Background: an optimization exercise with open tools, aiming at small area, a short achievable clock period and few clock cycles per item. Do not read the settings as production practice.
The RTL was checked by simulation tests, not by an equivalence proof against the original design.
Power is estimated from default activity; no workload was simulated.

==> constraint.sdc <==
create_clock -name core_clock -period 14.0 [get_ports {clk}]
set_input_delay 2.8000 -clock core_clock [delete_from_list [all_inputs] [get_ports {clk}]]
set_output_delay 2.8000 -clock core_clock [all_outputs]
set_load 0.01 [all_outputs]
==> flow/run.sh <==
#!/bin/bash
# The standard layout (standard.sh: standard synthesis, floorplan,
# placement, CTS, routing), with ORFS's repair_timing asked for a larger
# setup margin than the 14 ns clock needs, so that it sizes and buffers the
# design for a shorter achieved period.  The SDC is the standard flow's, unchanged.
set -euo pipefail
bash standard.sh SETUP_SLACK_MARGIN=9.9 finish > standard_make.log 2>&1
==> standard.sh <==
#!/bin/bash
# synth_recipe.tcl (not shown) runs the flow's synth.tcl, then flattens the netlist and writes it again
# the make line also repeats each setting of config.mk as NAME=value (left out here)
make -C /OpenROAD-flow-scripts/flow DESIGN_CONFIG=/design/flow/config.mk WORK_HOME=/design/flow/orfs CLKGATE_MAP_FILE= SYNTH_SCRIPT=/design/flow/synth_recipe.tcl "${@:-finish}"
==> config.mk <==
export PLATFORM = sky130hd
export DESIGN_NAME = kgroup_dot
export DESIGN_NICKNAME = kgroup_dot
export VERILOG_FILES = /design/flow/design.v
export SDC_FILE = /design/flow/constraint.sdc
export NUM_CORES = 4
export LEC_CHECK = 0
export CAP_MARGIN = 20
export CORE_MARGIN = 2
export CORE_UTILIZATION = 40
export CTS_CLUSTER_DIAMETER = 80
export CTS_CLUSTER_SIZE = 25
export PLACE_DENSITY = 0.6
export SLEW_MARGIN = 20
==> design.v <==
module kgroup_dot (
    input  wire        clk,
    input  wire        rst,
    input  wire        in_valid,
    output wire        in_ready,
    input  wire [15:0] in_a,
    input  wire [15:0] in_b,
    input  wire        in_a_fp16,
    input  wire        in_b_fp16,
    input  wire        in_narrow,
    output reg         out_valid,
    output reg  [31:0] out_result
);
    localparam integer W  = 55;    
    localparam integer CW = 5;     
    assign in_ready = 1'b1;
    function [W-1:0] rotl;
        input [W-1:0] x;
        input [5:0]   n;
        reg   [W-1:0] y;
        begin
            y = x;
            if (n[0]) y = {y[W-2:0], y[W-1]};
            if (n[1]) y = {y[W-3:0], y[W-1:W-2]};
            if (n[2]) y = {y[W-5:0], y[W-1:W-4]};
            if (n[3]) y = {y[W-9:0], y[W-1:W-8]};
            if (n[4]) y = {y[W-17:0], y[W-1:W-16]};
            if (n[5]) y = {y[W-33:0], y[W-1:W-32]};
            rotl = y;
        end
    endfunction
    function [W-1:0] therm;
        input [5:0] m;
        reg   [7:0] lt_h, eq_h, lt_l;
        integer q;
        begin
            for (q = 0; q < 8; q = q + 1) begin
                lt_h[q] = (q < m[5:3]);
                eq_h[q] = (q == m[5:3]);
                lt_l[q] = (q < m[2:0]);
            end
            for (q = 0; q < W; q = q + 1)
                therm[q] = lt_h[q >> 3] || (eq_h[q >> 3] && lt_l[q & 7]);
        end
    endfunction
    reg  [4:0]  cnt;
    reg         g_afp, g_bfp, g_nar;           
    reg         r0_v, r0_first, r0_last;
    reg  [15:0] r0_a, r0_b;
    reg         r0_afp, r0_bfp, r0_nar;
    always @(posedge clk) begin
        if (rst) begin
            cnt  <= 5'd0;
            r0_v <= 1'b0;
        end else begin
            r0_v <= in_valid;
            if (in_valid) begin
                cnt <= cnt + 5'd1;
                if (cnt == 5'd0) begin
                    g_afp <= in_a_fp16;
                    g_bfp <= in_b_fp16;
                    g_nar <= in_narrow;
                end
            end
        end
        r0_a     <= in_a;
        r0_b     <= in_b;
        r0_first <= (cnt == 5'd0);
        r0_last  <= (cnt == 5'd31);
        r0_afp   <= (cnt == 5'd0) ? in_a_fp16 : g_afp;
        r0_bfp   <= (cnt == 5'd0) ? in_b_fp16 : g_bfp;
        r0_nar   <= (cnt == 5'd0) ? in_narrow : g_nar;
    end
    reg        a_nan, a_inf;
    reg [10:0] a_sig;
    reg signed [9:0] a_exp;
    reg        b_nan, b_inf;
    reg [10:0] b_sig;
    reg signed [9:0] b_exp;
    always @* begin
        if (r0_afp) begin
            a_nan  = (r0_a[14:10] == 5'h1f) && (r0_a[9:0] != 10'd0);
            a_inf  = (r0_a[14:10] == 5'h1f) && (r0_a[9:0] == 10'd0);
            a_sig  = {(r0_a[14:10] != 5'd0), r0_a[9:0]};
            a_exp  = (r0_a[14:10] != 5'd0) ? $signed({5'd0, r0_a[14:10]}) - 10'sd25 : -10'sd24;
        end else begin
            a_nan  = (r0_a[14:7] == 8'hff) && (r0_a[6:0] != 7'd0);
            a_inf  = (r0_a[14:7] == 8'hff) && (r0_a[6:0] == 7'd0);
            a_sig  = {(r0_a[14:7] != 8'd0), r0_a[6:0], 3'b000};
            a_exp  = (r0_a[14:7] != 8'd0) ? $signed({2'd0, r0_a[14:7]}) - 10'sd137 : -10'sd136;
        end
        if (r0_bfp) begin
            b_nan  = (r0_b[14:10] == 5'h1f) && (r0_b[9:0] != 10'd0);
            b_inf  = (r0_b[14:10] == 5'h1f) && (r0_b[9:0] == 10'd0);
            b_sig  = {(r0_b[14:10] != 5'd0), r0_b[9:0]};
            b_exp  = (r0_b[14:10] != 5'd0) ? $signed({5'd0, r0_b[14:10]}) - 10'sd25 : -10'sd24;
        end else begin
            b_nan  = (r0_b[14:7] == 8'hff) && (r0_b[6:0] != 7'd0);
            b_inf  = (r0_b[14:7] == 8'hff) && (r0_b[6:0] == 7'd0);
            b_sig  = {(r0_b[14:7] != 8'd0), r0_b[6:0], 3'b000};
            b_exp  = (r0_b[14:7] != 8'd0) ? $signed({2'd0, r0_b[14:7]}) - 10'sd137 : -10'sd136;
        end
    end
    wire a_zero = !a_nan && !a_inf && (a_sig == 11'd0);
    wire b_zero = !b_nan && !b_inf && (b_sig == 11'd0);
    reg [3:0] a_msb, a_lsb, b_msb, b_lsb;
    integer k;
    always @* begin
        a_msb = 4'd0; b_msb = 4'd0;
        for (k = 0; k < 11; k = k + 1) begin
            if (a_sig[k]) a_msb = k[3:0];
            if (b_sig[k]) b_msb = k[3:0];
        end
        a_lsb = 4'd0; b_lsb = 4'd0;
        for (k = 10; k >= 0; k = k - 1) begin
            if (a_sig[k]) a_lsb = k[3:0];
            if (b_sig[k]) b_lsb = k[3:0];
        end
    end
    wire [21:0] mr0, mr1;
    wire mp_1;
    assign mp_1 = a_sig[0] & b_sig[0];
    wire mp_2;
    assign mp_2 = a_sig[0] & b_sig[1];
    wire mp_3;
    assign mp_3 = a_sig[0] & b_sig[2];
    wire mp_4;
    assign mp_4 = a_sig[0] & b_sig[3];
    wire mp_5;
    assign mp_5 = a_sig[0] & b_sig[4];
    wire mp_6;
    assign mp_6 = a_sig[0] & b_sig[5];
    wire mp_7;
    assign mp_7 = a_sig[0] & b_sig[6];
    wire mp_8;
    assign mp_8 = a_sig[0] & b_sig[7];
    wire mp_9;
    assign mp_9 = a_sig[0] & b_sig[8];
    wire mp_10;
    assign mp_10 = a_sig[0] & b_sig[9];
    wire mp_11;
    assign mp_11 = a_sig[0] & b_sig[10];
    wire mp_12;
    assign mp_12 = a_sig[1] & b_sig[0];
    wire mp_13;
    assign mp_13 = a_sig[1] & b_sig[1];
    wire mp_14;
    assign mp_14 = a_sig[1] & b_sig[2];
    wire mp_15;
    assign mp_15 = a_sig[1] & b_sig[3];
    wire mp_16;
    assign mp_16 = a_sig[1] & b_sig[4];
    wire mp_17;
    assign mp_17 = a_sig[1] & b_sig[5];
    wire mp_18;
    assign mp_18 = a_sig[1] & b_sig[6];
    wire mp_19;
    assign mp_19 = a_sig[1] & b_sig[7];
    wire mp_20;
    assign mp_20 = a_sig[1] & b_sig[8];
    wire mp_21;
    assign mp_21 = a_sig[1] & b_sig[9];
    wire mp_22;
    assign mp_22 = a_sig[1] & b_sig[10];
    wire mp_23;
    assign mp_23 = a_sig[2] & b_sig[0];
    wire mp_24;
    assign mp_24 = a_sig[2] & b_sig[1];
    wire mp_25;
    assign mp_25 = a_sig[2] & b_sig[2];
    wire mp_26;
    assign mp_26 = a_sig[2] & b_sig[3];
    wire mp_27;
    assign mp_27 = a_sig[2] & b_sig[4];
    wire mp_28;
    assign mp_28 = a_sig[2] & b_sig[5];
    wire mp_29;
    assign mp_29 = a_sig[2] & b_sig[6];
    wire mp_30;
    assign mp_30 = a_sig[2] & b_sig[7];
    wire mp_31;
    assign mp_31 = a_sig[2] & b_sig[8];
    wire mp_32;
    assign mp_32 = a_sig[2] & b_sig[9];
    wire mp_33;
    assign mp_33 = a_sig[2] & b_sig[10];
    wire mp_34;
    assign mp_34 = a_sig[3] & b_sig[0];
    wire mp_35;
    assign mp_35 = a_sig[3] & b_sig[1];
    wire mp_36;
    assign mp_36 = a_sig[3] & b_sig[2];
    wire mp_37;
    assign mp_37 = a_sig[3] & b_sig[3];
    wire mp_38;
    assign mp_38 = a_sig[3] & b_sig[4];
    wire mp_39;
    assign mp_39 = a_sig[3] & b_sig[5];
    wire mp_40;
    assign mp_40 = a_sig[3] & b_sig[6];
    wire mp_41;
    assign mp_41 = a_sig[3] & b_sig[7];
    wire mp_42;
    assign mp_42 = a_sig[3] & b_sig[8];
    wire mp_43;
    assign mp_43 = a_sig[3] & b_sig[9];
    wire mp_44;
    assign mp_44 = a_sig[3] & b_sig[10];
    wire mp_45;
    assign mp_45 = a_sig[4] & b_sig[0];
    wire mp_46;
    assign mp_46 = a_sig[4] & b_sig[1];
    wire mp_47;
    assign mp_47 = a_sig[4] & b_sig[2];
    wire mp_48;
    assign mp_48 = a_sig[4] & b_sig[3];
    wire mp_49;
    assign mp_49 = a_sig[4] & b_sig[4];
    wire mp_50;
    assign mp_50 = a_sig[4] & b_sig[5];
    wire mp_51;
    assign mp_51 = a_sig[4] & b_sig[6];
    wire mp_52;
    assign mp_52 = a_sig[4] & b_sig[7];
    wire mp_53;
    assign mp_53 = a_sig[4] & b_sig[8];
    wire mp_54;
    assign mp_54 = a_sig[4] & b_sig[9];
    wire mp_55;
    assign mp_55 = a_sig[4] & b_sig[10];
    wire mp_56;
    assign mp_56 = a_sig[5] & b_sig[0];
    wire mp_57;
    assign mp_57 = a_sig[5] & b_sig[1];
    wire mp_58;
    assign mp_58 = a_sig[5] & b_sig[2];
    wire mp_59;
    assign mp_59 = a_sig[5] & b_sig[3];
    wire mp_60;
    assign mp_60 = a_sig[5] & b_sig[4];
    wire mp_61;
    assign mp_61 = a_sig[5] & b_sig[5];
    wire mp_62;
    assign mp_62 = a_sig[5] & b_sig[6];
    wire mp_63;
    assign mp_63 = a_sig[5] & b_sig[7];
    wire mp_64;
    assign mp_64 = a_sig[5] & b_sig[8];
    wire mp_65;
    assign mp_65 = a_sig[5] & b_sig[9];
    wire mp_66;
    assign mp_66 = a_sig[5] & b_sig[10];
    wire mp_67;
    assign mp_67 = a_sig[6] & b_sig[0];
    wire mp_68;
    assign mp_68 = a_sig[6] & b_sig[1];
    wire mp_69;
    assign mp_69 = a_sig[6] & b_sig[2];
    wire mp_70;
    assign mp_70 = a_sig[6] & b_sig[3];
    wire mp_71;
    assign mp_71 = a_sig[6] & b_sig[4];
    wire mp_72;
    assign mp_72 = a_sig[6] & b_sig[5];
    wire mp_73;
    assign mp_73 = a_sig[6] & b_sig[6];
    wire mp_74;
    assign mp_74 = a_sig[6] & b_sig[7];
    wire mp_75;
    assign mp_75 = a_sig[6] & b_sig[8];
    wire mp_76;
    assign mp_76 = a_sig[6] & b_sig[9];
    wire mp_77;
    assign mp_77 = a_sig[6] & b_sig[10];
    wire mp_78;
    assign mp_78 = a_sig[7] & b_sig[0];
    wire mp_79;
    assign mp_79 = a_sig[7] & b_sig[1];
    wire mp_80;
    assign mp_80 = a_sig[7] & b_sig[2];
    wire mp_81;
    assign mp_81 = a_sig[7] & b_sig[3];
    wire mp_82;
    assign mp_82 = a_sig[7] & b_sig[4];
    wire mp_83;
    assign mp_83 = a_sig[7] & b_sig[5];
    wire mp_84;
    assign mp_84 = a_sig[7] & b_sig[6];
    wire mp_85;
    assign mp_85 = a_sig[7] & b_sig[7];
    wire mp_86;
    assign mp_86 = a_sig[7] & b_sig[8];
    wire mp_87;
    assign mp_87 = a_sig[7] & b_sig[9];
    wire mp_88;
    assign mp_88 = a_sig[7] & b_sig[10];
    wire mp_89;
    assign mp_89 = a_sig[8] & b_sig[0];
    wire mp_90;
    assign mp_90 = a_sig[8] & b_sig[1];
    wire mp_91;
    assign mp_91 = a_sig[8] & b_sig[2];
    wire mp_92;
    assign mp_92 = a_sig[8] & b_sig[3];
    wire mp_93;
    assign mp_93 = a_sig[8] & b_sig[4];
    wire mp_94;
    assign mp_94 = a_sig[8] & b_sig[5];
    wire mp_95;
    assign mp_95 = a_sig[8] & b_sig[6];
    wire mp_96;
    assign mp_96 = a_sig[8] & b_sig[7];
    wire mp_97;
    assign mp_97 = a_sig[8] & b_sig[8];
    wire mp_98;
    assign mp_98 = a_sig[8] & b_sig[9];
    wire mp_99;
    assign mp_99 = a_sig[8] & b_sig[10];
    wire mp_100;
    assign mp_100 = a_sig[9] & b_sig[0];
    wire mp_101;
    assign mp_101 = a_sig[9] & b_sig[1];
    wire mp_102;
    assign mp_102 = a_sig[9] & b_sig[2];
    wire mp_103;
    assign mp_103 = a_sig[9] & b_sig[3];
    wire mp_104;
    assign mp_104 = a_sig[9] & b_sig[4];
    wire mp_105;
    assign mp_105 = a_sig[9] & b_sig[5];
    wire mp_106;
    assign mp_106 = a_sig[9] & b_sig[6];
    wire mp_107;
    assign mp_107 = a_sig[9] & b_sig[7];
    wire mp_108;
    assign mp_108 = a_sig[9] & b_sig[8];
    wire mp_109;
    assign mp_109 = a_sig[9] & b_sig[9];
    wire mp_110;
    assign mp_110 = a_sig[9] & b_sig[10];
    wire mp_111;
    assign mp_111 = a_sig[10] & b_sig[0];
    wire mp_112;
    assign mp_112 = a_sig[10] & b_sig[1];
    wire mp_113;
    assign mp_113 = a_sig[10] & b_sig[2];
    wire mp_114;
    assign mp_114 = a_sig[10] & b_sig[3];
    wire mp_115;
    assign mp_115 = a_sig[10] & b_sig[4];
    wire mp_116;
    assign mp_116 = a_sig[10] & b_sig[5];
    wire mp_117;
    assign mp_117 = a_sig[10] & b_sig[6];
    wire mp_118;
    assign mp_118 = a_sig[10] & b_sig[7];
    wire mp_119;
    assign mp_119 = a_sig[10] & b_sig[8];
    wire mp_120;
    assign mp_120 = a_sig[10] & b_sig[9];
    wire mp_121;
    assign mp_121 = a_sig[10] & b_sig[10];
    wire mp_122;
    wire mp_123;
    assign mp_122 = mp_10 ^ mp_20;
    assign mp_123 = mp_10 & mp_20;
    wire mp_124;
    wire mp_125;
    assign mp_124 = mp_11 ^ mp_21 ^ mp_31;
    assign mp_125 = (mp_11 & mp_21) | (mp_11 & mp_31) | (mp_21 & mp_31);
    wire mp_126;
    wire mp_127;
    assign mp_126 = mp_41 ^ mp_51;
    assign mp_127 = mp_41 & mp_51;
    wire mp_128;
    wire mp_129;
    assign mp_128 = mp_22 ^ mp_32 ^ mp_42;
    assign mp_129 = (mp_22 & mp_32) | (mp_22 & mp_42) | (mp_32 & mp_42);
    wire mp_130;
    wire mp_131;
    assign mp_130 = mp_52 ^ mp_62;
    assign mp_131 = mp_52 & mp_62;
    wire mp_132;
    wire mp_133;
    assign mp_132 = mp_33 ^ mp_43 ^ mp_53;
    assign mp_133 = (mp_33 & mp_43) | (mp_33 & mp_53) | (mp_43 & mp_53);
    wire mp_134;
    wire mp_135;
    assign mp_134 = mp_7 ^ mp_17;
    assign mp_135 = mp_7 & mp_17;
    wire mp_136;
    wire mp_137;
    assign mp_136 = mp_8 ^ mp_18 ^ mp_28;
    assign mp_137 = (mp_8 & mp_18) | (mp_8 & mp_28) | (mp_18 & mp_28);
    wire mp_138;
    wire mp_139;
    assign mp_138 = mp_38 ^ mp_48;
    assign mp_139 = mp_38 & mp_48;
    wire mp_140;
    wire mp_141;
    assign mp_140 = mp_9 ^ mp_19 ^ mp_29;
    assign mp_141 = (mp_9 & mp_19) | (mp_9 & mp_29) | (mp_19 & mp_29);
    wire mp_142;
    wire mp_143;
    assign mp_142 = mp_39 ^ mp_49 ^ mp_59;
    assign mp_143 = (mp_39 & mp_49) | (mp_39 & mp_59) | (mp_49 & mp_59);
    wire mp_144;
    wire mp_145;
    assign mp_144 = mp_69 ^ mp_79;
    assign mp_145 = mp_69 & mp_79;
    wire mp_146;
    wire mp_147;
    assign mp_146 = mp_122 ^ mp_30 ^ mp_40;
    assign mp_147 = (mp_122 & mp_30) | (mp_122 & mp_40) | (mp_30 & mp_40);
    wire mp_148;
    wire mp_149;
    assign mp_148 = mp_50 ^ mp_60 ^ mp_70;
    assign mp_149 = (mp_50 & mp_60) | (mp_50 & mp_70) | (mp_60 & mp_70);
    wire mp_150;
    wire mp_151;
    assign mp_150 = mp_80 ^ mp_90 ^ mp_100;
    assign mp_151 = (mp_80 & mp_90) | (mp_80 & mp_100) | (mp_90 & mp_100);
    wire mp_152;
    wire mp_153;
    assign mp_152 = mp_123 ^ mp_124 ^ mp_126;
    assign mp_153 = (mp_123 & mp_124) | (mp_123 & mp_126) | (mp_124 & mp_126);
    wire mp_154;
    wire mp_155;
    assign mp_154 = mp_61 ^ mp_71 ^ mp_81;
    assign mp_155 = (mp_61 & mp_71) | (mp_61 & mp_81) | (mp_71 & mp_81);
    wire mp_156;
    wire mp_157;
    assign mp_156 = mp_91 ^ mp_101 ^ mp_111;
    assign mp_157 = (mp_91 & mp_101) | (mp_91 & mp_111) | (mp_101 & mp_111);
    wire mp_158;
    wire mp_159;
    assign mp_158 = mp_125 ^ mp_127 ^ mp_128;
    assign mp_159 = (mp_125 & mp_127) | (mp_125 & mp_128) | (mp_127 & mp_128);
    wire mp_160;
    wire mp_161;
    assign mp_160 = mp_130 ^ mp_72 ^ mp_82;
    assign mp_161 = (mp_130 & mp_72) | (mp_130 & mp_82) | (mp_72 & mp_82);
    wire mp_162;
    wire mp_163;
    assign mp_162 = mp_92 ^ mp_102 ^ mp_112;
    assign mp_163 = (mp_92 & mp_102) | (mp_92 & mp_112) | (mp_102 & mp_112);
    wire mp_164;
    wire mp_165;
    assign mp_164 = mp_129 ^ mp_131 ^ mp_132;
    assign mp_165 = (mp_129 & mp_131) | (mp_129 & mp_132) | (mp_131 & mp_132);
    wire mp_166;
    wire mp_167;
    assign mp_166 = mp_63 ^ mp_73 ^ mp_83;
    assign mp_167 = (mp_63 & mp_73) | (mp_63 & mp_83) | (mp_73 & mp_83);
    wire mp_168;
    wire mp_169;
    assign mp_168 = mp_93 ^ mp_103 ^ mp_113;
    assign mp_169 = (mp_93 & mp_103) | (mp_93 & mp_113) | (mp_103 & mp_113);
    wire mp_170;
    wire mp_171;
    assign mp_170 = mp_133 ^ mp_44 ^ mp_54;
    assign mp_171 = (mp_133 & mp_44) | (mp_133 & mp_54) | (mp_44 & mp_54);
    wire mp_172;
    wire mp_173;
    assign mp_172 = mp_64 ^ mp_74 ^ mp_84;
    assign mp_173 = (mp_64 & mp_74) | (mp_64 & mp_84) | (mp_74 & mp_84);
    wire mp_174;
    wire mp_175;
    assign mp_174 = mp_94 ^ mp_104 ^ mp_114;
    assign mp_175 = (mp_94 & mp_104) | (mp_94 & mp_114) | (mp_104 & mp_114);
    wire mp_176;
    wire mp_177;
    assign mp_176 = mp_55 ^ mp_65 ^ mp_75;
    assign mp_177 = (mp_55 & mp_65) | (mp_55 & mp_75) | (mp_65 & mp_75);
    wire mp_178;
    wire mp_179;
    assign mp_178 = mp_85 ^ mp_95 ^ mp_105;
    assign mp_179 = (mp_85 & mp_95) | (mp_85 & mp_105) | (mp_95 & mp_105);
    wire mp_180;
    wire mp_181;
    assign mp_180 = mp_66 ^ mp_76 ^ mp_86;
    assign mp_181 = (mp_66 & mp_76) | (mp_66 & mp_86) | (mp_76 & mp_86);
    wire mp_182;
    wire mp_183;
    assign mp_182 = mp_5 ^ mp_15;
    assign mp_183 = mp_5 & mp_15;
    wire mp_184;
    wire mp_185;
    assign mp_184 = mp_6 ^ mp_16 ^ mp_26;
    assign mp_185 = (mp_6 & mp_16) | (mp_6 & mp_26) | (mp_16 & mp_26);
    wire mp_186;
    wire mp_187;
    assign mp_186 = mp_36 ^ mp_46;
    assign mp_187 = mp_36 & mp_46;
    wire mp_188;
    wire mp_189;
    assign mp_188 = mp_134 ^ mp_27 ^ mp_37;
    assign mp_189 = (mp_134 & mp_27) | (mp_134 & mp_37) | (mp_27 & mp_37);
    wire mp_190;
    wire mp_191;
    assign mp_190 = mp_47 ^ mp_57 ^ mp_67;
    assign mp_191 = (mp_47 & mp_57) | (mp_47 & mp_67) | (mp_57 & mp_67);
    wire mp_192;
    wire mp_193;
    assign mp_192 = mp_135 ^ mp_136 ^ mp_138;
    assign mp_193 = (mp_135 & mp_136) | (mp_135 & mp_138) | (mp_136 & mp_138);
    wire mp_194;
    wire mp_195;
    assign mp_194 = mp_58 ^ mp_68 ^ mp_78;
    assign mp_195 = (mp_58 & mp_68) | (mp_58 & mp_78) | (mp_68 & mp_78);
    wire mp_196;
    wire mp_197;
    assign mp_196 = mp_137 ^ mp_139 ^ mp_140;
    assign mp_197 = (mp_137 & mp_139) | (mp_137 & mp_140) | (mp_139 & mp_140);
    wire mp_198;
    wire mp_199;
    assign mp_198 = mp_142 ^ mp_144 ^ mp_89;
    assign mp_199 = (mp_142 & mp_144) | (mp_142 & mp_89) | (mp_144 & mp_89);
    wire mp_200;
    wire mp_201;
    assign mp_200 = mp_141 ^ mp_143 ^ mp_145;
    assign mp_201 = (mp_141 & mp_143) | (mp_141 & mp_145) | (mp_143 & mp_145);
    wire mp_202;
    wire mp_203;
    assign mp_202 = mp_146 ^ mp_148 ^ mp_150;
    assign mp_203 = (mp_146 & mp_148) | (mp_146 & mp_150) | (mp_148 & mp_150);
    wire mp_204;
    wire mp_205;
    assign mp_204 = mp_147 ^ mp_149 ^ mp_151;
    assign mp_205 = (mp_147 & mp_149) | (mp_147 & mp_151) | (mp_149 & mp_151);
    wire mp_206;
    wire mp_207;
    assign mp_206 = mp_152 ^ mp_154 ^ mp_156;
    assign mp_207 = (mp_152 & mp_154) | (mp_152 & mp_156) | (mp_154 & mp_156);
    wire mp_208;
    wire mp_209;
    assign mp_208 = mp_153 ^ mp_155 ^ mp_157;
    assign mp_209 = (mp_153 & mp_155) | (mp_153 & mp_157) | (mp_155 & mp_157);
    wire mp_210;
    wire mp_211;
    assign mp_210 = mp_158 ^ mp_160 ^ mp_162;
    assign mp_211 = (mp_158 & mp_160) | (mp_158 & mp_162) | (mp_160 & mp_162);
    wire mp_212;
    wire mp_213;
    assign mp_212 = mp_159 ^ mp_161 ^ mp_163;
    assign mp_213 = (mp_159 & mp_161) | (mp_159 & mp_163) | (mp_161 & mp_163);
    wire mp_214;
    wire mp_215;
    assign mp_214 = mp_164 ^ mp_166 ^ mp_168;
    assign mp_215 = (mp_164 & mp_166) | (mp_164 & mp_168) | (mp_166 & mp_168);
    wire mp_216;
    wire mp_217;
    assign mp_216 = mp_165 ^ mp_167 ^ mp_169;
    assign mp_217 = (mp_165 & mp_167) | (mp_165 & mp_169) | (mp_167 & mp_169);
    wire mp_218;
    wire mp_219;
    assign mp_218 = mp_170 ^ mp_172 ^ mp_174;
    assign mp_219 = (mp_170 & mp_172) | (mp_170 & mp_174) | (mp_172 & mp_174);
    wire mp_220;
    wire mp_221;
    assign mp_220 = mp_171 ^ mp_173 ^ mp_175;
    assign mp_221 = (mp_171 & mp_173) | (mp_171 & mp_175) | (mp_173 & mp_175);
    wire mp_222;
    wire mp_223;
    assign mp_222 = mp_176 ^ mp_178 ^ mp_115;
    assign mp_223 = (mp_176 & mp_178) | (mp_176 & mp_115) | (mp_178 & mp_115);
    wire mp_224;
    wire mp_225;
    assign mp_224 = mp_177 ^ mp_179 ^ mp_180;
    assign mp_225 = (mp_177 & mp_179) | (mp_177 & mp_180) | (mp_179 & mp_180);
    wire mp_226;
    wire mp_227;
    assign mp_226 = mp_96 ^ mp_106 ^ mp_116;
    assign mp_227 = (mp_96 & mp_106) | (mp_96 & mp_116) | (mp_106 & mp_116);
    wire mp_228;
    wire mp_229;
    assign mp_228 = mp_181 ^ mp_77 ^ mp_87;
    assign mp_229 = (mp_181 & mp_77) | (mp_181 & mp_87) | (mp_77 & mp_87);
    wire mp_230;
    wire mp_231;
    assign mp_230 = mp_97 ^ mp_107 ^ mp_117;
    assign mp_231 = (mp_97 & mp_107) | (mp_97 & mp_117) | (mp_107 & mp_117);
    wire mp_232;
    wire mp_233;
    assign mp_232 = mp_88 ^ mp_98 ^ mp_108;
    assign mp_233 = (mp_88 & mp_98) | (mp_88 & mp_108) | (mp_98 & mp_108);
    wire mp_234;
    wire mp_235;
    assign mp_234 = mp_4 ^ mp_14;
    assign mp_235 = mp_4 & mp_14;
    wire mp_236;
    wire mp_237;
    assign mp_236 = mp_182 ^ mp_25 ^ mp_35;
    assign mp_237 = (mp_182 & mp_25) | (mp_182 & mp_35) | (mp_25 & mp_35);
    wire mp_238;
    wire mp_239;
    assign mp_238 = mp_183 ^ mp_184 ^ mp_186;
    assign mp_239 = (mp_183 & mp_184) | (mp_183 & mp_186) | (mp_184 & mp_186);
    wire mp_240;
    wire mp_241;
    assign mp_240 = mp_185 ^ mp_187 ^ mp_188;
    assign mp_241 = (mp_185 & mp_187) | (mp_185 & mp_188) | (mp_187 & mp_188);
    wire mp_242;
    wire mp_243;
    assign mp_242 = mp_189 ^ mp_191 ^ mp_192;
    assign mp_243 = (mp_189 & mp_191) | (mp_189 & mp_192) | (mp_191 & mp_192);
    wire mp_244;
    wire mp_245;
    assign mp_244 = mp_193 ^ mp_195 ^ mp_196;
    assign mp_245 = (mp_193 & mp_195) | (mp_193 & mp_196) | (mp_195 & mp_196);
    wire mp_246;
    wire mp_247;
    assign mp_246 = mp_197 ^ mp_199 ^ mp_200;
    assign mp_247 = (mp_197 & mp_199) | (mp_197 & mp_200) | (mp_199 & mp_200);
    wire mp_248;
    wire mp_249;
    assign mp_248 = mp_201 ^ mp_203 ^ mp_204;
    assign mp_249 = (mp_201 & mp_203) | (mp_201 & mp_204) | (mp_203 & mp_204);
    wire mp_250;
    wire mp_251;
    assign mp_250 = mp_205 ^ mp_207 ^ mp_208;
    assign mp_251 = (mp_205 & mp_207) | (mp_205 & mp_208) | (mp_207 & mp_208);
    wire mp_252;
    wire mp_253;
    assign mp_252 = mp_209 ^ mp_211 ^ mp_212;
    assign mp_253 = (mp_209 & mp_211) | (mp_209 & mp_212) | (mp_211 & mp_212);
    wire mp_254;
    wire mp_255;
    assign mp_254 = mp_213 ^ mp_215 ^ mp_216;
    assign mp_255 = (mp_213 & mp_215) | (mp_213 & mp_216) | (mp_215 & mp_216);
    wire mp_256;
    wire mp_257;
    assign mp_256 = mp_217 ^ mp_219 ^ mp_220;
    assign mp_257 = (mp_217 & mp_219) | (mp_217 & mp_220) | (mp_219 & mp_220);
    wire mp_258;
    wire mp_259;
    assign mp_258 = mp_221 ^ mp_223 ^ mp_224;
    assign mp_259 = (mp_221 & mp_223) | (mp_221 & mp_224) | (mp_223 & mp_224);
    wire mp_260;
    wire mp_261;
    assign mp_260 = mp_225 ^ mp_227 ^ mp_228;
    assign mp_261 = (mp_225 & mp_227) | (mp_225 & mp_228) | (mp_227 & mp_228);
    wire mp_262;
    wire mp_263;
    assign mp_262 = mp_229 ^ mp_231 ^ mp_232;
    assign mp_263 = (mp_229 & mp_231) | (mp_229 & mp_232) | (mp_231 & mp_232);
    wire mp_264;
    wire mp_265;
    assign mp_264 = mp_233 ^ mp_99 ^ mp_109;
    assign mp_265 = (mp_233 & mp_99) | (mp_233 & mp_109) | (mp_99 & mp_109);
    wire mp_266;
    wire mp_267;
    assign mp_266 = mp_3 ^ mp_13;
    assign mp_267 = mp_3 & mp_13;
    wire mp_268;
    wire mp_269;
    assign mp_268 = mp_234 ^ mp_24 ^ mp_34;
    assign mp_269 = (mp_234 & mp_24) | (mp_234 & mp_34) | (mp_24 & mp_34);
    wire mp_270;
    wire mp_271;
    assign mp_270 = mp_235 ^ mp_236 ^ mp_45;
    assign mp_271 = (mp_235 & mp_236) | (mp_235 & mp_45) | (mp_236 & mp_45);
    wire mp_272;
    wire mp_273;
    assign mp_272 = mp_237 ^ mp_238 ^ mp_56;
    assign mp_273 = (mp_237 & mp_238) | (mp_237 & mp_56) | (mp_238 & mp_56);
    wire mp_274;
    wire mp_275;
    assign mp_274 = mp_239 ^ mp_240 ^ mp_190;
    assign mp_275 = (mp_239 & mp_240) | (mp_239 & mp_190) | (mp_240 & mp_190);
    wire mp_276;
    wire mp_277;
    assign mp_276 = mp_241 ^ mp_242 ^ mp_194;
    assign mp_277 = (mp_241 & mp_242) | (mp_241 & mp_194) | (mp_242 & mp_194);
    wire mp_278;
    wire mp_279;
    assign mp_278 = mp_243 ^ mp_244 ^ mp_198;
    assign mp_279 = (mp_243 & mp_244) | (mp_243 & mp_198) | (mp_244 & mp_198);
    wire mp_280;
    wire mp_281;
    assign mp_280 = mp_245 ^ mp_246 ^ mp_202;
    assign mp_281 = (mp_245 & mp_246) | (mp_245 & mp_202) | (mp_246 & mp_202);
    wire mp_282;
    wire mp_283;
    assign mp_282 = mp_247 ^ mp_248 ^ mp_206;
    assign mp_283 = (mp_247 & mp_248) | (mp_247 & mp_206) | (mp_248 & mp_206);
    wire mp_284;
    wire mp_285;
    assign mp_284 = mp_249 ^ mp_250 ^ mp_210;
    assign mp_285 = (mp_249 & mp_250) | (mp_249 & mp_210) | (mp_250 & mp_210);
    wire mp_286;
    wire mp_287;
    assign mp_286 = mp_251 ^ mp_252 ^ mp_214;
    assign mp_287 = (mp_251 & mp_252) | (mp_251 & mp_214) | (mp_252 & mp_214);
    wire mp_288;
    wire mp_289;
    assign mp_288 = mp_253 ^ mp_254 ^ mp_218;
    assign mp_289 = (mp_253 & mp_254) | (mp_253 & mp_218) | (mp_254 & mp_218);
    wire mp_290;
    wire mp_291;
    assign mp_290 = mp_255 ^ mp_256 ^ mp_222;
    assign mp_291 = (mp_255 & mp_256) | (mp_255 & mp_222) | (mp_256 & mp_222);
    wire mp_292;
    wire mp_293;
    assign mp_292 = mp_257 ^ mp_258 ^ mp_226;
    assign mp_293 = (mp_257 & mp_258) | (mp_257 & mp_226) | (mp_258 & mp_226);
    wire mp_294;
    wire mp_295;
    assign mp_294 = mp_259 ^ mp_260 ^ mp_230;
    assign mp_295 = (mp_259 & mp_260) | (mp_259 & mp_230) | (mp_260 & mp_230);
    wire mp_296;
    wire mp_297;
    assign mp_296 = mp_261 ^ mp_262 ^ mp_118;
    assign mp_297 = (mp_261 & mp_262) | (mp_261 & mp_118) | (mp_262 & mp_118);
    wire mp_298;
    wire mp_299;
    assign mp_298 = mp_263 ^ mp_264 ^ mp_119;
    assign mp_299 = (mp_263 & mp_264) | (mp_263 & mp_119) | (mp_264 & mp_119);
    wire mp_300;
    wire mp_301;
    assign mp_300 = mp_265 ^ mp_110 ^ mp_120;
    assign mp_301 = (mp_265 & mp_110) | (mp_265 & mp_120) | (mp_110 & mp_120);
    assign mr0[0] = mp_1;
    assign mr1[0] = 1'b0;
    assign mr0[1] = mp_2;
    assign mr1[1] = mp_12;
    assign mr0[2] = mp_266;
    assign mr1[2] = mp_23;
    assign mr0[3] = mp_267;
    assign mr1[3] = mp_268;
    assign mr0[4] = mp_269;
    assign mr1[4] = mp_270;
    assign mr0[5] = mp_271;
    assign mr1[5] = mp_272;
    assign mr0[6] = mp_273;
    assign mr1[6] = mp_274;
    assign mr0[7] = mp_275;
    assign mr1[7] = mp_276;
    assign mr0[8] = mp_277;
    assign mr1[8] = mp_278;
    assign mr0[9] = mp_279;
    assign mr1[9] = mp_280;
    assign mr0[10] = mp_281;
    assign mr1[10] = mp_282;
    assign mr0[11] = mp_283;
    assign mr1[11] = mp_284;
    assign mr0[12] = mp_285;
    assign mr1[12] = mp_286;
    assign mr0[13] = mp_287;
    assign mr1[13] = mp_288;
    assign mr0[14] = mp_289;
    assign mr1[14] = mp_290;
    assign mr0[15] = mp_291;
    assign mr1[15] = mp_292;
    assign mr0[16] = mp_293;
    assign mr1[16] = mp_294;
    assign mr0[17] = mp_295;
    assign mr1[17] = mp_296;
    assign mr0[18] = mp_297;
    assign mr1[18] = mp_298;
    assign mr0[19] = mp_299;
    assign mr1[19] = mp_300;
    assign mr0[20] = mp_301;
    assign mr1[20] = mp_121;
    assign mr0[21] = 1'b0;
    assign mr1[21] = 1'b0;
    wire signed [9:0] p_exp = a_exp + b_exp;
    reg         r1_v, r1_first, r1_last, r1_nar;
    reg  [21:0] r1_m0, r1_m1;
    reg  signed [9:0]  r1_exp;
    reg  [4:0]  r1_mbit, r1_lsum;
    reg         r1_sign, r1_nan, r1_inf, r1_nz, r1_zero;
    always @(posedge clk) begin
        if (rst) r1_v <= 1'b0;
        else     r1_v <= r0_v;
        r1_first <= r0_first;
        r1_last  <= r0_last;
        r1_nar   <= r0_nar;
        r1_m0    <= mr0;
        r1_m1    <= mr1;
        r1_exp   <= p_exp;
        r1_mbit  <= {1'b0, a_msb} + {1'b0, b_msb} + 5'd1;
        r1_lsum  <= {1'b0, a_lsb} + {1'b0, b_lsb};
        r1_sign  <= r0_a[15] ^ r0_b[15];
        r1_nan   <= a_nan || b_nan || (a_inf && b_zero) || (b_inf && a_zero);
        r1_inf   <= !a_nan && !b_nan && (a_inf || b_inf) && !(a_inf && b_zero) && !(b_inf && a_zero);
        r1_nz    <= !a_nan && !b_nan && !a_inf && !b_inf && !a_zero && !b_zero;
        r1_zero  <= !a_nan && !b_nan && !a_inf && !b_inf && (a_zero || b_zero);
    end
    wire [21:0] p_sig = r1_m0 + r1_m1;
    wire        p_top = p_sig[r1_mbit];               
    wire signed [10:0] r1_low  = $signed({r1_exp[9], r1_exp}) + $signed({6'd0, r1_lsum});
    wire signed [10:0] r1_eab  = $signed({r1_exp[9], r1_exp}) + $signed({6'd0, r1_mbit}) - 11'sd1;
    wire signed [10:0] eab1    = $signed({r1_exp[9], r1_exp}) + $signed({6'd0, r1_mbit});
    reg  signed [10:0] min_low;
    reg         any_nz1;
    wire        nz1_prev  = r1_first ? 1'b0 : any_nz1;
    wire signed [10:0] min_low_n = (r1_nz && (!nz1_prev || (r1_low < min_low))) ? r1_low : min_low;
    reg  signed [10:0] c_min_low;
    reg         r2_v, r2_first, r2_last, r2_nar;
    reg  [21:0] r2_sig;
    reg  signed [10:0] r2_pe48;
    reg  signed [10:0] r2_log2;
    reg  [5:0]  r2_snew;
    reg         r2_sign, r2_nan, r2_inf, r2_nz, r2_zero;
    always @(posedge clk) begin
        if (rst) r2_v <= 1'b0;
        else     r2_v <= r1_v;
        if (r1_v) begin
            min_low <= min_low_n;
            any_nz1 <= nz1_prev || r1_nz;
        end
        if (r1_v && r1_last)
            c_min_low <= min_low_n;
        r2_first <= r1_first;
        r2_last  <= r1_last;
        r2_nar   <= r1_nar;
        r2_sig   <= p_sig;
        r2_pe48  <= $signed({r1_exp[9], r1_exp}) + 11'sd48;
        r2_log2  <= p_top ? eab1 : r1_eab;
        r2_snew  <= 6'd49 - {1'b0, r1_mbit} - {5'd0, p_top};
        r2_sign  <= r1_sign;
        r2_nan   <= r1_nan;
        r2_inf   <= r1_inf;
        r2_nz    <= r1_nz;
        r2_zero  <= r1_zero;
    end
    reg         any_nan, any_pinf, any_ninf, any_nz, all_negzero;
    reg  signed [10:0] emax;
    reg  [5:0]  ptr;
    wire        nz_prev  = r2_first ? 1'b0 : any_nz;
    wire signed [11:0] dlt = $signed({r2_log2[10], r2_log2}) - $signed({emax[10], emax});
    wire        newmax   = r2_nz && (!nz_prev || (dlt > 12'sd0));
    wire        clr_all  = r2_nz && (!nz_prev || (dlt > 12'sd48));
    wire signed [10:0] emax_n = newmax ? r2_log2 : emax;
    wire [6:0]  ptr_sum  = {1'b0, ptr} + {1'b0, dlt[5:0]};
    wire [6:0]  ptr_sub  = ptr_sum - W;
    wire [5:0]  ptr_n    = clr_all ? 6'd0 : !newmax ? ptr :
                           (ptr_sub[6] ? ptr_sum[5:0] : ptr_sub[5:0]);
    wire signed [11:0] sold = $signed({r2_pe48[10], r2_pe48}) - $signed({emax[10], emax});
    wire signed [11:0] spos = newmax ? $signed({6'd0, r2_snew}) : sold;
    wire [8:0]  rot_s = {3'b0, ptr} + {sold[11], sold[11], sold[6:0]};
    wire [8:0]  rot_p = rot_s + W;
    wire [8:0]  rot_d = rot_s - W;
    wire [8:0]  rot_e = rot_s - 2 * W;
    wire [5:0]  rot_n = clr_all ? r2_snew :
                        rot_s[8] ? rot_p[5:0] : !rot_e[8] ? rot_e[5:0] :
                        !rot_d[8] ? rot_d[5:0] : rot_s[5:0];
    wire any_nan_n     = (r2_first ? 1'b0 : any_nan)  || r2_nan;
    wire any_pinf_n    = (r2_first ? 1'b0 : any_pinf) || (r2_inf && !r2_sign);
    wire any_ninf_n    = (r2_first ? 1'b0 : any_ninf) || (r2_inf && r2_sign);
    wire any_nz_n      = nz_prev || r2_nz;
    wire all_negzero_n = (r2_first ? 1'b1 : all_negzero) && r2_zero && r2_sign;
    reg  [4:0]  nneg;
    wire [4:0]  nneg_b   = r2_first ? 5'd0 : nneg;
    reg         r3_v, r3_last, r3_nz, r3_sign;
    reg  [4:0]  r3_nneg;
    reg  [21:0] r3_sig;
    reg  signed [11:0] r3_spos;
    reg  [5:0]  r3_rot, r3_mstart;
    reg  [5:0]  r3_mlen;               
    reg         c_nar, c_nan, c_pinf, c_ninf, c_nz, c_negzero;
    reg  signed [10:0] c_emax;
    reg  [5:0]  c_ptr;
    always @(posedge clk) begin
        if (rst) r3_v <= 1'b0;
        else     r3_v <= r2_v;
        if (r2_v) begin
            any_nan     <= any_nan_n;
            any_pinf    <= any_pinf_n;
            any_ninf    <= any_ninf_n;
            any_nz      <= any_nz_n;
            all_negzero <= all_negzero_n;
            emax        <= emax_n;
            ptr         <= ptr_n;
            nneg        <= nneg_b + {4'd0, r2_nz && r2_sign};
        end
        if (r2_v && r2_last) begin
            c_nar     <= r2_nar;
            c_nan     <= any_nan_n;
            c_pinf    <= any_pinf_n;
            c_ninf    <= any_ninf_n;
            c_nz      <= any_nz_n;
            c_negzero <= all_negzero_n;
            c_emax    <= emax_n;
            c_ptr     <= ptr_n;
        end
        r3_last   <= r2_last;
        r3_nz     <= r2_v && r2_nz;
        r3_sign   <= r2_sign;
        r3_nneg   <= nneg_b;
        r3_sig    <= r2_sig;
        r3_spos   <= spos;
        r3_rot    <= rot_n;
        r3_mstart <= ptr;
        r3_mlen   <= !r2_v ? 6'd0 : clr_all ? W[5:0] : (newmax ? dlt[5:0] : 6'd0);
    end
    wire        s_neg  = r3_spos[11];
    wire [11:0] s_rsh  = -r3_spos;
    wire [W-1:0] s_lt  = therm((s_rsh > 12'd22) ? 6'd22 : s_rsh[5:0]);
    wire [21:0] v_in   = {22{r3_nz}} & r3_sig & (s_neg ? ~s_lt[21:0] : 22'h3fffff);
    wire [5:0]  rot    = r3_rot;
    wire [6:0]  m_end_s = {1'b0, r3_mstart} + {1'b0, r3_mlen};
    wire [6:0]  m_end_d = m_end_s - W;
    wire [W-1:0] vec_p = rotl({{(W-22){1'b0}}, v_in}, rot);
    reg          r4_v, r4_last;
    reg  [4:0]   r4_nneg;
    reg  [W-1:0] r4_vec;
    reg  [5:0]   r4_mstart, r4_mend;
    reg          r4_mwrap, r4_mall;
    always @(posedge clk) begin
        if (rst) r4_v <= 1'b0;
        else     r4_v <= r3_v;
        r4_last   <= r3_last;
        r4_nneg   <= r3_nneg;
        r4_vec    <= (r3_nz && r3_sign) ? ~vec_p : vec_p;
        r4_mstart <= r3_mstart;
        r4_mend   <= m_end_d[6] ? m_end_s[5:0] : m_end_d[5:0];
        r4_mwrap  <= !m_end_d[6];
        r4_mall   <= (r3_mlen >= W);
    end
    wire [W-1:0] lt_start = therm(r4_mstart);
    wire [W-1:0] lt_end   = therm(r4_mend);
    wire [W-1:0] keep     = r4_mall  ? {W{1'b0}} :
                            r4_mwrap ? (lt_start & ~lt_end) : (lt_start | ~lt_end);
    wire          cnt_en = r4_v && !r4_last;
    reg  [CW-1:0] col [0:W-1];
    reg  [CW-1:0] xcol [0:W-1];
    reg  [CW-1:0] ncol [0:W-1];
    reg  [CW:0]   tg;
    integer i, b;
    always @* begin
        for (i = 0; i < W; i = i + 1) begin
            xcol[i] = keep[i] ? col[i] : r4_nneg;
            tg[0] = cnt_en && r4_vec[i];
            for (b = 0; b < CW; b = b + 1) begin
                ncol[i][b] = xcol[i][b] ^ tg[b];
                tg[b+1]    = tg[b] && xcol[i][b];
            end
        end
    end
    always @(posedge clk)
        for (i = 0; i < W; i = i + 1)
            col[i] <= ncol[i];
    reg [W-1:0] pl [0:CW];
    integer j;
    always @* begin
        for (j = 0; j < CW; j = j + 1)
            for (i = 0; i < W; i = i + 1)
                pl[j][(i + j) % W] = xcol[i][j];
        pl[CW] = r4_vec;
    end
    function [2*W-1:0] csa;         
        input [W-1:0] x, y, z;
        reg   [W-1:0] s, m;
        begin
            s = x ^ y ^ z;
            m = (x & y) | (x & z) | (y & z);
            csa = {m[W-2:0], m[W-1], s};
        end
    endfunction
    wire [2*W-1:0] l1a = csa(pl[0], pl[1], pl[2]);
    wire [2*W-1:0] l1b = csa(pl[3], pl[4], pl[5]);
    wire [2*W-1:0] l2  = csa(l1a[W-1:0], l1a[2*W-1:W], l1b[W-1:0]);
    wire [2*W-1:0] l3  = csa(l1b[2*W-1:W], l2[W-1:0], l2[2*W-1:W]);
    reg          q1_v;
    reg  [W-1:0] q1_x, q1_y;
    always @(posedge clk) begin
        if (rst) q1_v <= 1'b0;
        else     q1_v <= r4_v && r4_last;
        q1_x <= l3[W-1:0];
        q1_y <= l3[2*W-1:W];
    end
    reg [W-1:0] eg, ep, sg, sp;
    reg [W-1:0] sum_eac;
    integer lv, bi;
    always @* begin
        sg = q1_x & q1_y;
        sp = q1_x ^ q1_y;
        eg = sg;
        ep = sp;
        for (lv = 0; lv < 6; lv = lv + 1)
            for (bi = W - 1; bi >= 0; bi = bi - 1)
                if (((bi >> lv) & 1) == 1) begin
                    eg[bi] = eg[bi] | (ep[bi] & eg[((bi >> lv) << lv) - 1]);
                    ep[bi] = ep[bi] & ep[((bi >> lv) << lv) - 1];
                end
        for (bi = 0; bi < W; bi = bi + 1)
            if (bi == 0)
                sum_eac[bi] = sp[bi] ^ eg[W-1];
            else
                sum_eac[bi] = sp[bi] ^ (eg[bi-1] | (ep[bi-1] & eg[W-1]));
    end
    localparam [2:0] B_IDLE = 3'd0, B_DEROT = 3'd1, B_INV = 3'd2, B_LZC = 3'd3,
                     B_NORM = 3'd4, B_ROT  = 3'd5, B_EXTR  = 3'd6;
    reg  [2:0]   bst;
    reg  [W-1:0] R;
    reg  [5:0]   amt;
    reg          k_neg, k_zero, k_big;
    reg  [5:0]   k_lim;
    reg  [5:0]   k_msb;
    reg  [9:0]   k_field;
    reg [5:0] t_msb;
    always @* begin
        t_msb = 6'd0;
        for (j = 0; j < W-1; j = j + 1)
            if (R[j]) t_msb = j[5:0];
    end
    wire signed [11:0] z_v   = (c_nar ? -12'sd85 : -12'sd101) - $signed({c_emax[10], c_emax});
    wire signed [11:0] k_z    = z_v;
    wire               k_zbig = (z_v > 12'sd54);
    wire        [5:0]  k_zmod = z_v[11] ? z_v[5:0] + W[5:0] : z_v[5:0];
    wire        [5:0]  k_zlim = (z_v[11] || z_v == 12'sd0) ? W[5:0] : W[5:0] - z_v[5:0];
    wire               k_sticky = (c_min_low < c_emax - 11'sd48);
    wire signed [7:0]  ra_v  = $signed({2'd0, k_msb}) - (c_nar ? 8'sd7 : 8'sd23);    
    wire        [5:0]  ra_mod = ra_v[7] ? ra_v[5:0] + W[5:0] : ra_v[5:0];
    wire        [5:0]  ra_lim = ra_v[7] ? W[5:0] : W[5:0] - ra_v[5:0];
    wire               ra_gt = ($signed({{4{ra_v[7]}}, ra_v}) > k_z);
    wire signed [11:0] f_v   = $signed({{4{ra_v[7]}}, ra_v}) - k_z;
    wire [5:0] step = (amt >= 6'd16) ? 6'd16 : (amt >= 6'd4) ? 6'd4 : 6'd1;
    wire [W-1:0] R_rot = (amt >= 6'd16) ? {R[15:0], R[W-1:16]} :
                         (amt >= 6'd4)  ? {R[3:0], R[W-1:4]} : {R[0], R[W-1:1]};
    wire [W-1:0] below = therm(k_lim);
    wire [25:0]  kept  = R[25:0] & below[25:0] & {26{!k_big}};
    wire         rest  = k_big ? !k_zero : ((R[W-2:0] & ~below[W-2:0]) != {(W-1){1'b0}});
    wire        guard = R[W-1] && !k_big;
    wire [32:0] pre   = {7'd0, kept} + (c_nar ? {16'd0, k_field, 7'd0} : {k_field, 23'd0});
    reg        q6_v, q6_up;
    reg [1:0]  q6_hi;
    always @(posedge clk) begin
        if (rst) begin
            bst  <= B_IDLE;
            q6_v <= 1'b0;
        end else begin
            q6_v <= 1'b0;
            case (bst)
                B_IDLE:  if (q1_v) bst <= B_DEROT;
                B_DEROT: if (amt == 6'd0) bst <= B_INV;
                B_INV:   bst <= B_LZC;
                B_LZC:   bst <= B_NORM;
                B_NORM:  bst <= B_ROT;
                B_ROT:   if (amt == 6'd0) bst <= B_EXTR;
                B_EXTR:  begin bst <= B_IDLE; q6_v <= 1'b1; end
                default: bst <= B_IDLE;
            endcase
        end
        case (bst)
            B_IDLE: begin
                R   <= sum_eac;
                amt <= c_ptr;
            end
            B_DEROT, B_ROT:
                if (amt != 6'd0) begin
                    R   <= R_rot;
                    amt <= amt - step;
                end
            B_INV: begin
                k_neg <= R[W-1];
                R     <= R ^ {W{R[W-1]}};
            end
            B_LZC: begin
                k_msb    <= t_msb;
                k_zero   <= (R == {W{1'b0}});
            end
            B_NORM: begin
                k_big    <= !ra_gt && k_zbig;
                k_lim    <= ra_gt ? ra_lim : k_zlim;
                k_field  <= ra_gt ? f_v[9:0] : 10'd0;
                amt      <= ra_gt ? ra_mod : (k_zbig ? 6'd0 : k_zmod);
            end
            default: ;
        endcase
        q6_up  <= guard && (rest || k_sticky || kept[0]);
        q6_hi  <= pre[32:31];
    end
    wire        narrow = c_nar;
    wire [32:0] lim  = narrow ? 33'h0_0000_7f80 : 33'h0_7f80_0000;
    wire [32:0] q6_pre = {q6_hi, out_result[30:0]};
    wire [30:0] bits = q6_pre[30:0] + {30'd0, q6_up};
    wire        ovf  = (q6_pre >= lim) || (q6_up && (q6_pre == lim - 33'd1));
    reg [31:0] rnd_result;
    always @* begin
        if (c_nan || (c_pinf && c_ninf))
            rnd_result = narrow ? 32'h0000_7fc0 : 32'h7fc0_0000;
        else if (c_pinf)
            rnd_result = narrow ? 32'h0000_7f80 : 32'h7f80_0000;
        else if (c_ninf)
            rnd_result = narrow ? 32'h0000_ff80 : 32'hff80_0000;
        else if (!c_nz)
            rnd_result = c_negzero ? (narrow ? 32'h0000_8000 : 32'h8000_0000) : 32'd0;
        else if (k_zero)
            rnd_result = 32'd0;
        else if (ovf)
            rnd_result = narrow ? {16'd0, k_neg, 15'h7f80} : {k_neg, 31'h7f80_0000};
        else
            rnd_result = narrow ? {16'd0, k_neg, bits[14:0]} : {k_neg, bits[30:0]};
    end
    always @(posedge clk) begin
        if (rst) out_valid <= 1'b0;
        else     out_valid <= q6_v;
        out_result <= (bst == B_EXTR) ? {1'b0, pre[30:0]} : rnd_result;
    end
endmodule
==> results of run 1 <==
metal layers:
layer  wire length [um]  GRT usage [%]  vias up
li1                   -              -    21100
met1              73500           29.0    21500
met2              76900           35.7     1264
met3               8470           2.82      297
met4               6080           7.14        4
met5                 27              0        -
per-stage QoR:
stage	hold slack [ns]	util (%)	setup slack [ns]
after floorplan	0.310	-	9.93
after global placement	0.311	41.9	9.13
after detailed placement	0.312	41.9	9.00
after CTS	0.330	44.0	9.84
after global routing	0.338	44.6	9.76
final	0.329	44.6	9.95
state kept, by name (all words and copies together), names as in the netlist, 12 cells and up:
name        count
R              55
col           275
out_result     32
q1_x           55
q1_y           55
r0_a           16
r0_b           16
r1_m0          21
r1_m1          20
r2_sig         22
r3_sig         22
r3_spos        12
r4_vec         55
synth_stat cells, types with 32 or more instances:
master | n | area (um^2)
nand4_1 | 33 | 206
ha_1 | 492 | 6160
clkbuf_1 | 264 | 991
edfxtp_1 | 162 | 4860
a211oi_1 | 35 | 263
maj3_1 | 32 | 320
a21oi_1 | 275 | 1380
dfxtp_1 | 735 | 14700
inv_1 | 627 | 2350
o21ai_0 | 267 | 1340
o221ai_1 | 44 | 385
o22ai_1 | 56 | 350
xnor2_1 | 316 | 2770
mux2_2 | 218 | 2450
o21a_1 | 39 | 293
nand2b_1 | 51 | 319
nor2_1 | 469 | 1760
xor2_1 | 77 | 674
a21o_1 | 70 | 526
fa_1 | 314 | 6290
and2_1 | 97 | 607
o21bai_1 | 50 | 375
nand2_1 | 361 | 1360
a31oi_1 | 37 | 231
and3_1 | 32 | 200
nor3_1 | 79 | 395
nor2b_1 | 71 | 444
o211ai_1 | 62 | 465
nand3_1 | 132 | 661
mux2i_1 | 193 | 1930
a22oi_1 | 37 | 278
cell usage in the layout (no fill, tap or decap), types with 38 or more instances in the layout:
cell type / n
ha_1: 492
edfxtp_1: 162
clkbuf_16: 71
o21bai_1: 44
xor2_1: 73
dfxtp_4: 38
o221ai_1: 44
dfxtp_1: 682
a21oi_1: 257
buf_4: 134
nor3_1: 76
xnor2_1: 306
nand3_1: 132
mux2_2: 218
nand2b_1: 50
o21ai_0: 254
and2_1: 93
a21o_1: 69
fa_1: 313
o211ai_1: 62
nor2b_1: 68
inv_1: 625
mux2i_1: 189
o22ai_1: 54
nor2_1: 429
o21a_1: 39
nand2_1: 357
final timing paths:
kind / startpoint / end / slack [ns]
worst max register to register: r3_spos[0] / r4_vec[25] / 9.99
worst max-delay path: out_result[19] / out_result[19] / 9.95
worst min-delay path: r3_nneg[4] / r4_nneg[4] / 0.33
worst min register to register: r3_nneg[4] / r4_nneg[4] / 0.33
power by group:
group | switching (uW) | internal, uW | leakage, uW
sequential | 727 | 3490 | 0.00768
clock | 1130 | 1030 | 0.00117
combinational | 3960 | 2830 | 0.0200
kinds of logic (layout without fill, tap and decap cells):
logic type	Yosys count	after routing	synth area share, %
flops	897	897	33.3
simple gates	1459	1459	11.8
other cells	1	1	0.00638
buf+inv	936	966	6.21
mux	416	416	7.64
compound gates	1202	1204	13.5
fa+ha+maj	838	838	21.7
xor+xnor	393	393	5.86
what timing repair did:
action	CTS	global route
pin swaps	5	21
buffers inserted	37	51
hold buffers	0	0
endpoints found under the setup margin	356	244
cloned	1	3
gates resized for setup	274	113
cell type report:
type | instances | area share [%]
multi-input combinational | 4311 | 55.9
sequential | 897 | 30.4
tap | 1917 | 3.69
inverter | 629 | 3.64
clock buffer | 79 | 2.79
timing repair buffer | 215 | 2.72
clock inverter | 43 | 0.903
==> out/qor.tcl, run 1 <==
set qor(synthCells) 6142
set qor(crit_path_cell_chain) {clkdlybuf4s15_2}
set qor(setup.worst_path.start_class) {register}
set qor(depth_of_the_critical_timing_path_with_buffers_and_inverters_included) 1
set qor(core-area_um2) 146000
set qor(antenna_violations_before_repair) 5
set qor(worst-setup-path-type) {register to output port}
set qor(syn-cell-area_um2) 58700
set qor(async_flop_share_pct) 0
set qor(average_cell_area_after_synthesis_um2) 9.56
set qor(tightest_slew_ns) 1.07
set qor(crit_fanout) 2
set qor(final_hold_viol_count) 0
set qor(floorplan.die_area_um2) 150000
set qor(ys_dominant_reg_cell) {dfxtp_1}
set qor(dp_cells) 7877
set qor(cts.clk_slew.worst_paths_ns) 0.09
set qor(cts_htree_levels) 3
set qor(place_hpwl_mm) 123
set qor(clk_latency_ns) 0.71
set qor(starting_density_pct) 40.3
set qor(grt_first_pass_wirelength_mm) 256
set qor(synth.yosys.warnings) 5
set qor(cp_top_family) {flip-flops}
set qor(worst_ep_arrival_time_ns) 1.25
set qor(grt_pass1_vias) 43500
set qor(n_antenna_cell) 0
set qor(clk_root_buffer_cell) {clkbuf_16}
set qor(die_w_um) 387
set qor(outcome) {no timing/DRC/antenna violations}
set qor(num-nets-final) 6966
set qor(synth_fp_nets) 6986
set qor(clkSinkCount) 897
set qor(place_area_um2) 61100
set qor(max-slew-margin-rel_pct) 28.7
set qor(ir_worst_vdd_uv) 103
set qor(ys_ff_latch) 897
set qor(rsz0062_at_grt) {yes}
set qor(via_count) 44100
set qor(cell_at_the_slowest_stage_of_the_critical_path) {dfxtp_2}
set qor(leakage_power_summed_over_all_cells_uw) 0.0288
set qor(detail_route.wl_per_cell_um) 20.4
set qor(cts_made_buffers) 68
set qor(final_critical_path_time_including_i_o_delays_and_setup_ns) 4.05
set qor(fin_total_pwr_uw) 13200
set qor(floorplan.die.height_um) 387
set qor(synth_cell_types) 112
set qor(fmax_mhz) 247
set qor(boundaryPins) 72
set qor(r2r.worst_path.cells) 10
set qor(multi_input_gate_area_um2) 36300
set qor(cts.path.max_buffers) 3
set qor(postRouteWirelength_mm) 165
set qor(number_of_max_slew_violations_in_the_final_report) 0
set qor(total_of_endpoints_with_negative_setup_slack_in_the_final_report) 0
set qor(drt_iter0_markers) 3433
set qor(synth_edf_count) 162
set qor(row_count) 140
set qor(power_per_cell_area_nw_per_um2) 203
set qor(final-seq-area_um2) 19700
set qor(worst-path-buf-inv) 1
set qor(min-delay-path-class) {register to register}
set qor(worst_clock_skew_ns) 0.0482
set qor(required_ns) 11.20
set qor(area_added_between_synthesis_and_finish_pct) 10.6
set qor(remaining_drc_errors) 0
set qor(design_area_um2) 65000
set qor(synth_sequential_area_ratio_pct) 33.3
set qor(gpl.final_weighted_congestion) 0.962
set qor(min_path_cells) 0
set qor(drt_first_pass_iters) 6
set qor(port_buffers) 70
set qor(end_kind) {output port}
set qor(cap_violations) 0
set qor(overall_global_routing_usage_pct) 21.6
set qor(grt-ovfl-total) 0
set qor(fill_cells) 14000
set qor(tritoncts_clock_tree) {done}
set qor(post-route-period-util_pct) 28.9
set qor(ratio_of_routed_vias_to_standard_cells) 5.45
set qor(largest_net_degree_at_the_start_of_global_routing) 111
set qor(final_layout_size_suffix_gt1_share_pct) 12.5
set qor(drtAntennaViolNets) 0
set qor(timing.setup.tns_ns) 0
set qor(critPathMaxStageDelay_ns) 0.35
set qor(stdcell_count) 8091
Testbench counts, summed over its fixed seeds: cycles 10,417, items 320.
==> run 2: changes to the inputs <==
--- a/config.mk
+++ b/config.mk
@@ -6,4 +6,5 @@
 export NUM_CORES = 4
 export LEC_CHECK = 0
+export ABC_AREA = 1
 export CAP_MARGIN = 20
 export CORE_MARGIN = 2
==> run 2 against run 1 <==
  * Die area is 3.1% lower
  * Cell count is 8.9% higher
  * Design area is 0.52% lower
  * Non-clock buffer count is 73 higher
  * Highest routed layer is now met4
  * Worst setup slack worse by 0.084 ns
  * Register-to-register slack worse by 0.12 ns
  * Sequential share of layout area is 0.13 points higher
  * Critical path type is now register to register
  * Clock skew is 0.018 ns higher
  * Combinational power is 27% higher
  * Flip-flop and latch count stayed put
==> out/qor.tcl, run 2 <==
set qor(overall_global_routing_usage_pct) 21.6 ;# about the same
set qor(largest_register) {col}
set qor(commonest_non_fill_non_tap_cell_in_the_layout) {inv_1}
set qor(synth_cell_types) 78 ;# -30%
set qor(finish.utilization_pct) 45.7 ;# +1.1 points
set qor(clkSinkCount) 897 ;# unchanged
set qor(n_antenna_cell) 0 ;# unchanged
set qor(synth.yosys.warnings) 5 ;# unchanged
set qor(worst_clock_skew_ns) 0.0658 ;# +0.0176 ns
set qor(crit_fanout) 2 ;# unchanged
set qor(grt-ovfl-total) 0 ;# unchanged
set qor(ir_worst_vdd_uv) 131 ;# +27%
set qor(outcome) {no timing/DRC/antenna violations}
set qor(top_layer) {met4}
set qor(area_added_between_synthesis_and_finish_pct) 13.6
set qor(cp-startpoint) {r1_m1[1]}
set qor(floorplan.die_area_um2) 145000 ;# -3.1%
set qor(die_w_um) 381 ;# -1.5%
set qor(layout.cells.most_common_list) {1052 x inv_1, 1031 x nand2_1, 680 x dfxtp_1}
set qor(critPathMaxStageDelay_ns) 0.35 ;# about the same
set qor(average_cell_area_after_synthesis_um2) 8.47 ;# -11%
set qor(syn-cell-area_um2) 56900 ;# -3.1%
set qor(boundaryPins) 72 ;# unchanged
set qor(detail_route.wl_per_cell_um) 18.2 ;# -11%
set qor(fmax_mhz) 242 ;# -2.0%
set qor(grt_first_pass_wirelength_mm) 250 ;# -2.5%
set qor(tritoncts_clock_tree) {done}
set qor(gpl.final_weighted_congestion) 0.932 ;# -3.1%
set qor(number_of_max_slew_violations_in_the_final_report) 0 ;# unchanged
set qor(final_layout_size_suffix_gt1_share_pct) 13.2 ;# +0.70 points
set qor(drt_iter0_markers) 3292 ;# -4.1%
set qor(end_kind) {register}
set qor(floorplan.die.height_um) 381 ;# -1.5%
set qor(largest_register_ff_count) 275 ;# unchanged
set qor(synth_fp_nets) 7562 ;# +8.2%
set qor(cts.path.max_buffers) 3 ;# unchanged
set qor(rsz0062_at_grt) {yes}
set qor(met3_wirelength_mm) 7.04 ;# -17%
set qor(synthCells) 6718 ;# +9.4%
set qor(max-slew-margin-rel_pct) 27.8 ;# -0.94 points
set qor(async_flop_share_pct) 0 ;# unchanged
set qor(num-nets-final) 7717 ;# +11%
set qor(worst_reg2reg_endpoint) {r2_snew[4]}
set qor(synth_top_cell_by_area) {dfxtp_1}
set qor(cts_made_buffers) 60 ;# -12%
set qor(power_per_cell_area_nw_per_um2) 232 ;# +15%
set qor(clk_latency_ns) 0.73 ;# +0.02 ns
set qor(remaining_drc_errors) 0 ;# unchanged
set qor(r2r.worst_path.cells) 29 ;# +19
set qor(drtAntennaViolNets) 0 ;# unchanged
set qor(reg_to_reg_slack_setup_ns) 9.87 ;# -0.12 ns
set qor(required_ns) 14.58 ;# +3.38 ns
set qor(post-route-period-util_pct) 29.5 ;# +0.60 points
set qor(worst_ep_arrival_time_ns) 4.72 ;# +3.47 ns
set qor(largest_net_degree_at_the_start_of_global_routing) 99 ;# -11%
set qor(leakage_power_summed_over_all_cells_uw) 0.0304 ;# +5.5%
set qor(antenna_violations_before_repair) 0 ;# -5
set qor(cap_violations) 0 ;# unchanged
set qor(tightest_slew_ns) 1.08 ;# +0.00688 ns
set qor(port_buffers) 70 ;# unchanged
set qor(core-area_um2) 141000 ;# -3.0%
set qor(final_critical_path_time_including_i_o_delays_and_setup_ns) 4.13 ;# +0.0836 ns
set qor(post-synth-top-count-cell) {inv_1}
set qor(postRouteWirelength_mm) 161 ;# -2.6%
set qor(ys_dominant_reg_cell) {dfxtp_1}
set qor(via_count) 45300 ;# +2.8%
set qor(starting_density_pct) 40.3 ;# -0.050 points
set qor(min-delay-path-class) {register to register}
set qor(cp-endpoint) {r2_snew[4]}
set qor(drt_first_pass_iters) 7 ;# +1
set qor(synth_sequential_area_ratio_pct) 34.4 ;# +1.1 points
set qor(cts-hold-fix-buffers) 0 ;# unchanged
set qor(synthDominantCellAreaShare_pct) 25.8 ;# +0.80 points
set qor(timing.setup.tns_ns) 0 ;# unchanged
set qor(ratio_of_routed_vias_to_standard_cells) 5.15 ;# -5.6%
set qor(critical_path.reg2reg.startpoint) {r1_m1[1]}
set qor(synth_edf_count) 162 ;# unchanged
set qor(final_hold_viol_count) 0 ;# unchanged
set qor(ys_ff_latch) 897 ;# unchanged
set qor(row_count) 138 ;# -1.4%
set qor(place_hpwl_mm) 122 ;# -1.3%
set qor(detail_route.wirelength.met1_mm) 72.0 ;# -2.0%
set qor(cts_htree_levels) 2 ;# -1
set qor(synth.cells.most_frequent) {1080 x inv_1, 1063 x nand2_1, 735 x dfxtp_1}
set qor(clk_root_buffer_cell) {clkbuf_16}
set qor(total_of_endpoints_with_negative_setup_slack_in_the_final_report) 0 ;# unchanged
set qor(grt_pass1_vias) 44900 ;# +3.1%
set qor(setup.worst_path.start_class) {register}
set qor(worst-setup-path-type) {register to register}
set qor(met2_length_mm) 77.4 ;# +0.58%
set qor(cell_at_the_slowest_stage_of_the_critical_path) {dfxtp_2}
set qor(synth.top_cells.by_area) {dfxtp_1 26%, fa_1 11%, ha_1 11%, edfxtp_1 8.5%, inv_1 7.1%}
set qor(cts.clk_slew.worst_paths_ns) 0.09 ;# about the same
[run 2: changes by cell type after synthesis, moves of 53 or more]
cell      before   now
a21o_1        70     7
and2_1        97     6
nor2_1       469   613
nor2b_1       71     0
xor2_1        77   173
inv_1        627  1080
xnor2_1      316   102
nand2_1      361  1063
mux2_2       218   165
clkbuf_1     264   161
mux2i_1      193    15
o21ai_0      267   496
[run 2: final cells by class]
class | count | area (um^2)
Sequential cell | 897 | 19700
Multi-Input combinational cell | 4524 | 33800
Tap cell | 1890 | 2360
Clock buffer | 70 | 1600
Timing Repair Buffer | 288 | 2340
Timing Repair inverter | 2 | 15.0
Fill cell | 13700 | 76800
Clock inverter | 37 | 613
Inverter | 1100 | 4210
[run 2: worst max-delay path, delay by kind of cell, from the launching register on]
kind / cells / cell delay [ns]
compound gates: 16 / 2.20
xor+xnor: 1 / 0.15
fa+ha+maj: 4 / 0.75
buf+inv: 2 / 0.07
flops: 1 / 0.35
simple gates: 6 / 0.53
[run 2: cell families after synthesis]
group           count (synthesis)  synth area share [%]
simple gates                 2068                  14.9
buf+inv                      1299                  8.60
compound gates               1185                  12.4
flops                         897                  34.4
fa+ha+maj                     813                  22.0
xor+xnor                      275                  4.23
mux                           180                  3.53
other cells                     1               0.00659
[run 2: through the flow]
| step | total power [uW] | worst slack, ns | area (um^2) | cells | hold slack [ns] |
|---|---|---|---|---|---|
| final | 15000 | 9.87 | 64700 | 8808 | 0.311 |
| after global routing | 16500 | 9.59 | 64700 | 8808 | 0.314 |
| after CTS | 14700 | 9.67 | 63100 | 8732 | 0.316 |
| after detailed placement | 12300 | 8.56 | 59500 | 8516 | 0.312 |
| after global placement | 12100 | 8.56 | 59500 | 8516 | 0.311 |
| after floorplan | 9820 | 9.93 | 56900 | 6718 | 0.310 |
[run 2: worst min path at each step]
stage                             to  slack [ns]  startpoint  cells after the start
final                     r3_sig[20]        0.31  r2_sig[20]                      0
after global routing      r3_sig[20]        0.31  r2_sig[20]                      0
after CTS                 r3_sig[20]        0.32  r2_sig[20]                      0
after detailed placement      r1_nar        0.31      r0_nar                      0
after global placement        r1_nar        0.31      r0_nar                      0
after floorplan             r1_first        0.31    r0_first                      0
[run 2: where the power goes]
| part | switching [uW] | total (uW) | internal, uW | leakage [uW] |
|---|---|---|---|---|
| logic | 5320 | 8650 | 3320 | 0.0216 |
| clock network | 1100 | 2020 | 918 | 0.00106 |
| registers | 596 | 4340 | 3750 | 0.00771 |
[run 2: timing repair]
action	4_1_cts	5_1_grt
pin swaps	81	110
cloned	4	2
buffers inserted	105	73
resized for setup	364	291
endpoints found under the setup margin	313	299
[run 2: layer usage]
metal,global-route usage (%),vias to the layer above
li1,-,22200
met2,37.2,1066
met1,28.7,21800
met3,2.10,227
met4,5.78,0
met5,0,-

Setup slack of run 2, layout unchanged: 9.867 ns with ideal ports, 9.867 ns with driving cells assumed (clock clkbuf_16, inputs buf_2), 9.596 ns with port delays also shifted by the 0.776 ns mid clock arrival.
